Background: an optimization exercise with open tools, aiming at small area, a short achievable clock period and few clock cycles. Do not read the settings as production practice. Where RTL was checked, it was by simulation tests only, not by an equivalence proof against the original. No activity file was given, so power comes from the tool's default toggle rates.

==> flow/design.v (excerpt) <==
module pq_engine (
    input  wire         clk,
    input  wire         rst,
    input  wire         cmd_valid,
    output wire         cmd_ready,
    input  wire [4:0]   cmd_k,
    input  wire [4:0]   cmd_x,
    input  wire [4:0]   cmd_y,
    input  wire         cmd_two,
    input  wire         in_valid,
    output wire         in_ready,
    input  wire [127:0] in_data,
    output wire         out_valid,
    input  wire         out_ready,
    output wire [127:0] out_data,
    output wire [4:0]   out_pos
);
    localparam LANES = 16;
    localparam [1:0] S_IDLE = 2'd0,
                     S_LOAD = 2'd1,
                     S_OUT1 = 2'd2,
                     S_OUT2 = 2'd3;
    function [7:0] gf_mul2;
        input [7:0] a;
        begin
            gf_mul2 = {a[6:0], 1'b0} ^ (a[7] ? 8'h1D : 8'h00);
        end
    endfunction
    function [7:0] gf_mul;
        input [7:0] a;
        input [7:0] b;
  ...
clock: 19.0 ns
lec_check: 0
cap_margin: 20
core_margin: 2
core_utilization: 70
cts_cluster_diameter: 100
cts_cluster_size: 20
slew_margin: 20
synth_hierarchical: 1
standard.sh (not shown) runs the stock make flow with config.mk's settings and CLKGATE_MAP_FILE= SYNTH_SCRIPT=/design/flow/synth_recipe.tcl, a recipe that flattens the netlist after the stock synthesis.
==> flow/flow/run.sh <==
#!/bin/bash
# Standard ORFS layout in two calls: synthesis and floorplan with no timing
# repair margin, then placement to the end with timing repair aimed below the
# clock period. Each call's output goes to its own log.
set -euo pipefail
bash standard.sh synth floorplan SETUP_SLACK_MARGIN=0 > orfs_synth_floorplan.log 2>&1
bash standard.sh finish SETUP_SLACK_MARGIN=14.0 "BUFFER_PORTS_ARGS=-buffer_cell sky130_fd_sc_hd__buf_2"  > orfs_place_route.log 2>&1
Testbench counts at the start, summed over its fixed seeds: cycles 8,497.
Next try:
--- a/flow/design.v
+++ b/flow/design.v
@@ -100,16 +100,30 @@
     wire       cb_dp   = cx_data & cb_two & (cb_y == cb_k);
     wire       cb_dq   = cx_data & cb_two & (cb_y == cb_k1);
     wire       cb_qa   = (cb_x == cb_k1);
     wire [7:0] cb_gx   = t_gpow(cb_x);
     wire [7:0] cb_gix  = t_ginv(cb_x);
     wire [7:0] cb_z    = t_zinv(cb_d);
-    reg  [7:0] p_c;
-    always @(posedge clk)
-        p_c <= cb_dd ? gf_mul(cb_z, cb_gix) : (cb_dp ? cb_gix : 8'h01);
-    wire [7:0] l_c   = p_c;
+    reg  [7:0] p_r;
+    reg  [2:0] p_n;            
+    wire [1:0] p_t = (p_n[1:0] == 2'd0) ? cb_gix[7:6] :
+                     (p_n[1:0] == 2'd1) ? cb_gix[5:4] :
+                     (p_n[1:0] == 2'd2) ? cb_gix[3:2] : cb_gix[1:0];
+    wire [7:0] p_rn  = gf_mul2(gf_mul2(p_r)) ^ (p_t[1] ? gf_mul2(cb_z) : 8'h00) ^
+                       (p_t[0] ? cb_z : 8'h00);
+    wire       p_rdy = ~cb_dd | p_n[2] | (p_n[1:0] == 2'd3);
+    always @(posedge clk) begin
+        if (cmd_fire) begin
+            p_r <= 8'h00;
+            p_n <= 3'd0;
+        end else if (~p_n[2]) begin
+            p_r <= p_rn;
+            p_n <= p_n + 3'd1;
+        end
+    end
+    wire [7:0] l_c   = cb_dd ? p_r : (cb_dp ? cb_gix : 8'h01);
     wire [7:0] l_e   = cb_dq ? cb_gx :
                        cb_dd ? cb_z :
                        (cb_dp | cb_qa) ? 8'h01 : 8'h00;
     wire [7:0] l_c1  = gf_mul2(l_c);
     wire [4:0] l_p0  = cb_m0 ? (cb_m1 ? 5'd2 : 5'd1) : 5'd0;
     wire [7:0] l_cw0 = cb_m0 ? (cb_m1 ? gf_mul2(l_c1) : l_c1) : l_c;
@@ -239,13 +253,13 @@
             in_rdy  <= 1'b0;
             first   <= 1'b0;
         end else begin
             state   <= state_n;
             sh_r    <= (state_n == S_OUT1) & two_r;
             cb_v    <= cb_v_n;
-            cb_p    <= cb_v & ~load_row;
+            cb_p    <= cb_v & ~load_row & p_rdy;
             cmd_rdy <= ~cb_v_n;
             in_rdy  <= (state_n == S_LOAD);
             if (load_row)
                 first <= 1'b1;
             else if (consume)
                 first <= 1'b0;
Outcome: The changed run completed without violations; final area came out lower slightly; global-route usage is lower by 0.69 points; cell count went down slightly; clock power goes up by a few percent; power grows by a few percent; first-iteration DRC count is lower by a few percent; combinational power came out higher by a few percent; clock-buffer cell count is higher by 1; critical path depth is unchanged; setup slack improves by 0.058 ns; area after synthesis falls slightly; worst hold slack gets better by 0.098 ns; maximum frequency climbs slightly; core utilization came out lower by 0.18 points.
No functional check of the RTL was part of the second run of this note.


The RTL this note starts from:
==> flow/design.v <==
module pq_engine (
    input  wire         clk,
    input  wire         rst,
    input  wire         cmd_valid,
    output wire         cmd_ready,
    input  wire [4:0]   cmd_k,
    input  wire [4:0]   cmd_x,
    input  wire [4:0]   cmd_y,
    input  wire         cmd_two,
    input  wire         in_valid,
    output wire         in_ready,
    input  wire [127:0] in_data,
    output wire         out_valid,
    input  wire         out_ready,
    output wire [127:0] out_data,
    output wire [4:0]   out_pos
);
    localparam LANES = 16;
    localparam [1:0] S_IDLE = 2'd0,
                     S_LOAD = 2'd1,
                     S_OUT1 = 2'd2,
                     S_OUT2 = 2'd3;
    function [7:0] gf_mul2;
        input [7:0] a;
        begin
            gf_mul2 = {a[6:0], 1'b0} ^ (a[7] ? 8'h1D : 8'h00);
        end
    endfunction
    function [7:0] gf_mul;
        input [7:0] a;
        input [7:0] b;
        integer i;
        reg [7:0] p;
        reg [7:0] t;
        begin
            p = 8'h00;
            t = a;
            for (i = 0; i < 8; i = i + 1) begin
                if (b[i])
                    p = p ^ t;
                t = gf_mul2(t);
            end
            gf_mul = p;
        end
    endfunction
    localparam [255:0] T_GPOW = 256'hc06030180c06038fc9ea75b45a2d984c261387cde8743a1d8040201008040201;
    localparam [255:0] T_GINV = 256'h122448903d7af4f5f7f3fbebcb8b0b162c58b07dfae9cf831b366cd8ad478e01;
    localparam [255:0] T_ZINV = 256'h595789deaaba8e02d2b4e9f26326dc678ac0e48574fba9a0545fed729da7f400;
    reg         cb_v;          
    reg         cb_p;          
    reg         cmd_rdy;
    reg [4:0]   cb_k, cb_x, cb_y;
    reg         cb_two;
    assign cmd_ready = cmd_rdy;
    wire cmd_fire = cmd_valid & cmd_rdy;
    wire [4:0] cb_k1   = cb_k + 5'd1;
    wire       cx_data = (cb_x < cb_k);
    wire [4:0] cb_d    = cb_y - cb_x;
    wire       cb_m0   = (cb_x == 5'd0);
    wire       cb_m1   = cb_two & (cb_y == 5'd1);
    wire       cb_qm   = (cb_x == cb_k1) | (cb_two & (cb_y == cb_k1));
    wire       cb_pm   = (cb_x == cb_k) | (cb_two & (cb_y == cb_k));
    wire       cb_dd   = cx_data & cb_two & (cb_y < cb_k);
    wire       cb_dp   = cx_data & cb_two & (cb_y == cb_k);
    wire       cb_dq   = cx_data & cb_two & (cb_y == cb_k1);
    wire       cb_qa   = (cb_x == cb_k1);
    wire [7:0] cb_gx   = T_GPOW[8*cb_x +: 8];
    wire [7:0] cb_gix  = T_GINV[8*cb_x +: 8];
    wire [7:0] cb_z    = T_ZINV[8*cb_d +: 8];
    reg  [7:0] p_c;
    always @(posedge clk)
        p_c <= cb_dd ? gf_mul(cb_z, cb_gix) : (cb_dp ? cb_gix : 8'h01);
    wire [7:0] l_c   = p_c;
    wire [7:0] l_e   = cb_dq ? cb_gx :
                       cb_dd ? cb_z :
                       (cb_dp | cb_qa) ? 8'h01 : 8'h00;
    wire [7:0] l_c1  = gf_mul2(l_c);
    wire [4:0] l_p0  = cb_m0 ? (cb_m1 ? 5'd2 : 5'd1) : 5'd0;
    wire [7:0] l_cw0 = cb_m0 ? (cb_m1 ? gf_mul2(l_c1) : l_c1) : l_c;
    wire [4:0] l_lp  = cb_qm ? (cb_pm ? cb_k - 5'd1 : cb_k) : cb_k1;
    reg [1:0]   state;
    reg         in_rdy;
    reg [4:0]   k_r, x_r, y_r, lp_r;  
    reg         two_r;
    reg         sh_r;          
    reg         sx;            
    reg [4:0]   pos;           
    reg [7:0]   c_r, e_r;
    reg [7:0]   cw;            
    reg         isp_r, isq_r;  
    reg         last_r;        
    reg         first;         
    reg [127:0] acc_a, acc_x;
    assign in_ready  = in_rdy;
    assign out_valid = state[1];
    assign out_data  = acc_a;
    assign out_pos   = x_r;
    wire consume  = in_valid & in_rdy;
    wire out_fire = state[1] & out_ready;
    wire shift    = out_ready & sh_r;
    wire res_done = out_fire & ((state == S_OUT2) | ~two_r);
    wire load_row = cb_p & ((state == S_IDLE) | res_done);
    reg [1:0] state_n;
    always @(*) begin
        state_n = state;
        case (state)
            S_IDLE: if (cb_p) state_n = S_LOAD;
            S_LOAD: if (consume && last_r) state_n = S_OUT1;
            S_OUT1: if (out_ready) state_n = two_r ? S_OUT2 : (cb_p ? S_LOAD : S_IDLE);
            S_OUT2: if (out_ready) state_n = cb_p ? S_LOAD : S_IDLE;
        endcase
    end
    wire cb_v_n = cmd_fire | (cb_v & ~load_row);
    function is_missing;
        input [4:0] p;
        input [4:0] x;
        input [4:0] y;
        input       two;
        begin
            is_missing = (p == x) || (two && (p == y));
        end
    endfunction
    wire [4:0] pos1 = pos + 5'd1;
    wire [4:0] pos2 = pos + 5'd2;
    wire       m1   = is_missing(pos1, x_r, y_r, two_r);
    wire       m2   = is_missing(pos2, x_r, y_r, two_r);
    wire [4:0] pn   = m1 ? (m2 ? pos + 5'd3 : pos2) : pos1;
    wire [7:0] cw1  = gf_mul2(cw);
    wire [7:0] cw2  = gf_mul2(cw1);
    wire [7:0] cwn  = m1 ? (m2 ? gf_mul2(cw2) : cw2) : cw1;
    wire [7:0] w = isq_r ? c_r : (isp_r ? e_r : (cw ^ e_r));
    wire [7:0] wm [0:7];
    assign wm[0] = w;
    genvar gb, gl;
    generate
        for (gb = 1; gb < 8; gb = gb + 1) begin : g_wm
            assign wm[gb] = gf_mul2(wm[gb-1]);
        end
    endgenerate
    wire [127:0] prod;
    generate
        for (gl = 0; gl < LANES; gl = gl + 1) begin : g_lane
            wire [7:0] d = in_data[8*gl +: 8];
            genvar gj;
            for (gj = 0; gj < 8; gj = gj + 1) begin : g_bit
                wire t0, t1, t2, t3, u0, u1;
                pq_and_xor2 i_t0 (.a0(d[0]), .b0(wm[0][gj]), .a1(d[1]), .b1(wm[1][gj]), .y(t0));
                pq_and_xor2 i_t1 (.a0(d[2]), .b0(wm[2][gj]), .a1(d[3]), .b1(wm[3][gj]), .y(t1));
                pq_and_xor2 i_t2 (.a0(d[4]), .b0(wm[4][gj]), .a1(d[5]), .b1(wm[5][gj]), .y(t2));
                pq_and_xor2 i_t3 (.a0(d[6]), .b0(wm[6][gj]), .a1(d[7]), .b1(wm[7][gj]), .y(t3));
                pq_xor2 i_u0 (.a(t0), .b(t1), .y(u0));
                pq_xor2 i_u1 (.a(t2), .b(t3), .y(u1));
                pq_xor2 i_p  (.a(u0), .b(u1), .y(prod[8*gl + gj]));
            end
        end
    endgenerate
    wire         add_a = consume & ~isq_r;
    wire         selx  = consume & last_r & sx;
    wire [127:0] x_g   = acc_x & {128{~first}};
    wire [127:0] x_f   = x_g ^ prod;
    wire [127:0] a_b   = (acc_a & {128{~first}}) ^ (x_g & {128{selx}}) ^
                         (in_data & {128{add_a}});
    wire [127:0] acc_a_n;
    generate
        for (gl = 0; gl < 128; gl = gl + 1) begin : g_acc_a
            pq_acc_a_bit i_a (.shift(shift), .from_x(acc_x[gl]), .base(a_b[gl]),
                              .prod(prod[gl]), .selx(selx), .y(acc_a_n[gl]));
        end
    endgenerate
    always @(posedge clk) begin
        acc_a <= acc_a_n;
        if (consume)
            acc_x <= x_f;
        if (cmd_fire) begin
            cb_k   <= cmd_k;
            cb_x   <= cmd_x;
            cb_y   <= cmd_y;
            cb_two <= cmd_two;
        end
        if (load_row) begin
            k_r    <= cb_k;
            x_r    <= cb_x;
            y_r    <= cb_y;
            two_r  <= cb_two;
            lp_r   <= l_lp;
            sx     <= cb_qa | cb_dp | cb_dd;
            c_r    <= l_c;
            e_r    <= l_e;
            pos    <= l_p0;
            cw     <= l_cw0;
            isp_r  <= (l_p0 == cb_k);
            isq_r  <= 1'b0;
            last_r <= (l_p0 == l_lp);
        end else begin
            if (consume) begin
                pos    <= pn;
                cw     <= cwn;
                isp_r  <= (pn == k_r);
                isq_r  <= (pn == k_r + 5'd1);
                last_r <= (pn == lp_r);
            end
            if (shift)
                x_r <= y_r;
        end
        if (rst) begin
            state   <= S_IDLE;
            sh_r    <= 1'b0;
            cb_v    <= 1'b0;
            cb_p    <= 1'b0;
            cmd_rdy <= 1'b0;
            in_rdy  <= 1'b0;
            first   <= 1'b0;
        end else begin
            state   <= state_n;
            sh_r    <= (state_n == S_OUT1) & two_r;
            cb_v    <= cb_v_n;
            cb_p    <= cb_v & ~load_row;
            cmd_rdy <= ~cb_v_n;
            in_rdy  <= (state_n == S_LOAD);
            if (load_row)
                first <= 1'b1;
            else if (consume)
                first <= 1'b0;
        end
    end
endmodule
module pq_and_xor2 (
    input  wire a0,
    input  wire b0,
    input  wire a1,
    input  wire b1,
    output wire y
);
    assign y = (a0 & b0) ^ (a1 & b1);
endmodule
module pq_xor2 (
    input  wire a,
    input  wire b,
    output wire y
);
    assign y = a ^ b;
endmodule
module pq_acc_a_bit (
    input  wire shift,
    input  wire from_x,
    input  wire base,
    input  wire prod,
    input  wire selx,
    output wire y
);
    assign y = shift ? from_x : (base ^ (prod & selx));
endmodule
export LEC_CHECK = 0
export CAP_MARGIN = 20
export CORE_MARGIN = 2
export CORE_UTILIZATION = 70
export CTS_CLUSTER_DIAMETER = 100
export CTS_CLUSTER_SIZE = 20
export SLEW_MARGIN = 20
export SYNTH_HIERARCHICAL = 1
create_clock -name core_clock -period 19.0 [get_ports {clk}]
Scripts as last shown in full above: flow/flow/run.sh
Next try:
--- a/flow/design.v
+++ b/flow/design.v
@@ -82,7 +82,6 @@
     reg         in_rdy;
     reg [4:0]   k_r, x_r, y_r, lp_r;  
     reg         two_r;
-    reg         sh_r;          
     reg         sx;            
     reg [4:0]   pos;           
     reg [7:0]   c_r, e_r;
@@ -97,7 +96,7 @@
     assign out_pos   = x_r;
     wire consume  = in_valid & in_rdy;
     wire out_fire = state[1] & out_ready;
-    wire shift    = out_ready & sh_r;
+    wire shift    = out_fire & (state == S_OUT1) & two_r;
     wire res_done = out_fire & ((state == S_OUT2) | ~two_r);
     wire load_row = cb_p & ((state == S_IDLE) | res_done);
     reg [1:0] state_n;
@@ -156,19 +155,10 @@
     endgenerate
     wire         add_a = consume & ~isq_r;
     wire         selx  = consume & last_r & sx;
-    wire [127:0] x_g   = acc_x & {128{~first}};
-    wire [127:0] x_f   = x_g ^ prod;
-    wire [127:0] a_b   = (acc_a & {128{~first}}) ^ (x_g & {128{selx}}) ^
-                         (in_data & {128{add_a}});
-    wire [127:0] acc_a_n;
-    generate
-        for (gl = 0; gl < 128; gl = gl + 1) begin : g_acc_a
-            pq_acc_a_bit i_a (.shift(shift), .from_x(acc_x[gl]), .base(a_b[gl]),
-                              .prod(prod[gl]), .selx(selx), .y(acc_a_n[gl]));
-        end
-    endgenerate
+    wire [127:0] a_f   = (acc_a & {128{~first}}) ^ (in_data & {128{add_a}});
+    wire [127:0] x_f   = (acc_x & {128{~first}}) ^ prod;
     always @(posedge clk) begin
-        acc_a <= acc_a_n;
+        acc_a <= shift ? acc_x : (a_f ^ (x_f & {128{selx}}));
         if (consume)
             acc_x <= x_f;
         if (cmd_fire) begin
@@ -204,7 +194,6 @@
         end
         if (rst) begin
             state   <= S_IDLE;
-            sh_r    <= 1'b0;
             cb_v    <= 1'b0;
             cb_p    <= 1'b0;
             cmd_rdy <= 1'b0;
@@ -212,7 +201,6 @@
             first   <= 1'b0;
         end else begin
             state   <= state_n;
-            sh_r    <= (state_n == S_OUT1) & two_r;
             cb_v    <= cb_v_n;
             cb_p    <= cb_v & ~load_row;
             cmd_rdy <= ~cb_v_n;
@@ -240,13 +228,3 @@
 );
     assign y = a ^ b;
 endmodule
-module pq_acc_a_bit (
-    input  wire shift,
-    input  wire from_x,
-    input  wire base,
-    input  wire prod,
-    input  wire selx,
-    output wire y
-);
-    assign y = shift ? from_x : (base ^ (prod & selx));
-endmodule
=> The new run passed the timing, DRC and antenna checks. Setup slack is better by 0.42 ns. Routed wire length decreases by about 15%. Power shrinks by about 6%. Critical path depth went down by 11. Area after synthesis went down by about 6%. Utilization decreases by 5.1 points. Design area is lower by about 11%.
Testbench counts after the change, summed over its fixed seeds: cycles 8,497.
Function not checked in the first run of this note: the RTL went through the layout flow alone.

## separate check: timing with driven ports
The results above use ideal ports. As a check the final layouts listed here were re-extracted and re-timed, cells and wires unchanged.
Step 1 (the two cells are an assumption about what drives the block):
set clk [get_ports {clk}]
set_driving_cell -lib_cell sky130_fd_sc_hd__clkbuf_16 $clk
set_driving_cell -lib_cell sky130_fd_sc_hd__buf_2 [delete_from_list [all_inputs] $clk]
Step 2 adds t to the input delays and takes it off the output delays; t is the mean of the earliest and latest rising clock arrival at the registers after step 1. Input paths then give back, and output paths get back, about the clock's delay inside the block.
a / b / c = no drivers / after step 1 / after step 2; a / b = the first two.
| run | t, ns | setup WS [ns] | hold slack, ns | worst data-port slew with drivers (ns) | pins driven straight from the clock port |
|---|---|---|---|---|---|
| the first run of note 1 | 0.618 | 13.944 / 13.885 / 13.458 | 0.440 / 0.440 / 0.440 | 0.12 | 1 |
| the second run of note 1 | 0.626 | 14.002 / 13.938 / 13.422 | 0.539 / 0.539 / 0.539 | 0.09 | 1 |
| the first run of note 2 | 0.645 | 13.593 / 13.622 / 12.976 | 0.437 / 0.437 / 0.437 | 0.10 | 1 |
| the second run of note 2 | 0.633 | 14.012 / 13.949 / 13.410 | 0.440 / 0.440 / 0.440 | 0.12 | 1 |
After both steps setup and hold are still met in every run listed. For the first run of note 2, which loses most, drivers alone change the setup slack by +0.029 ns; drivers and shift together by -0.617 ns.
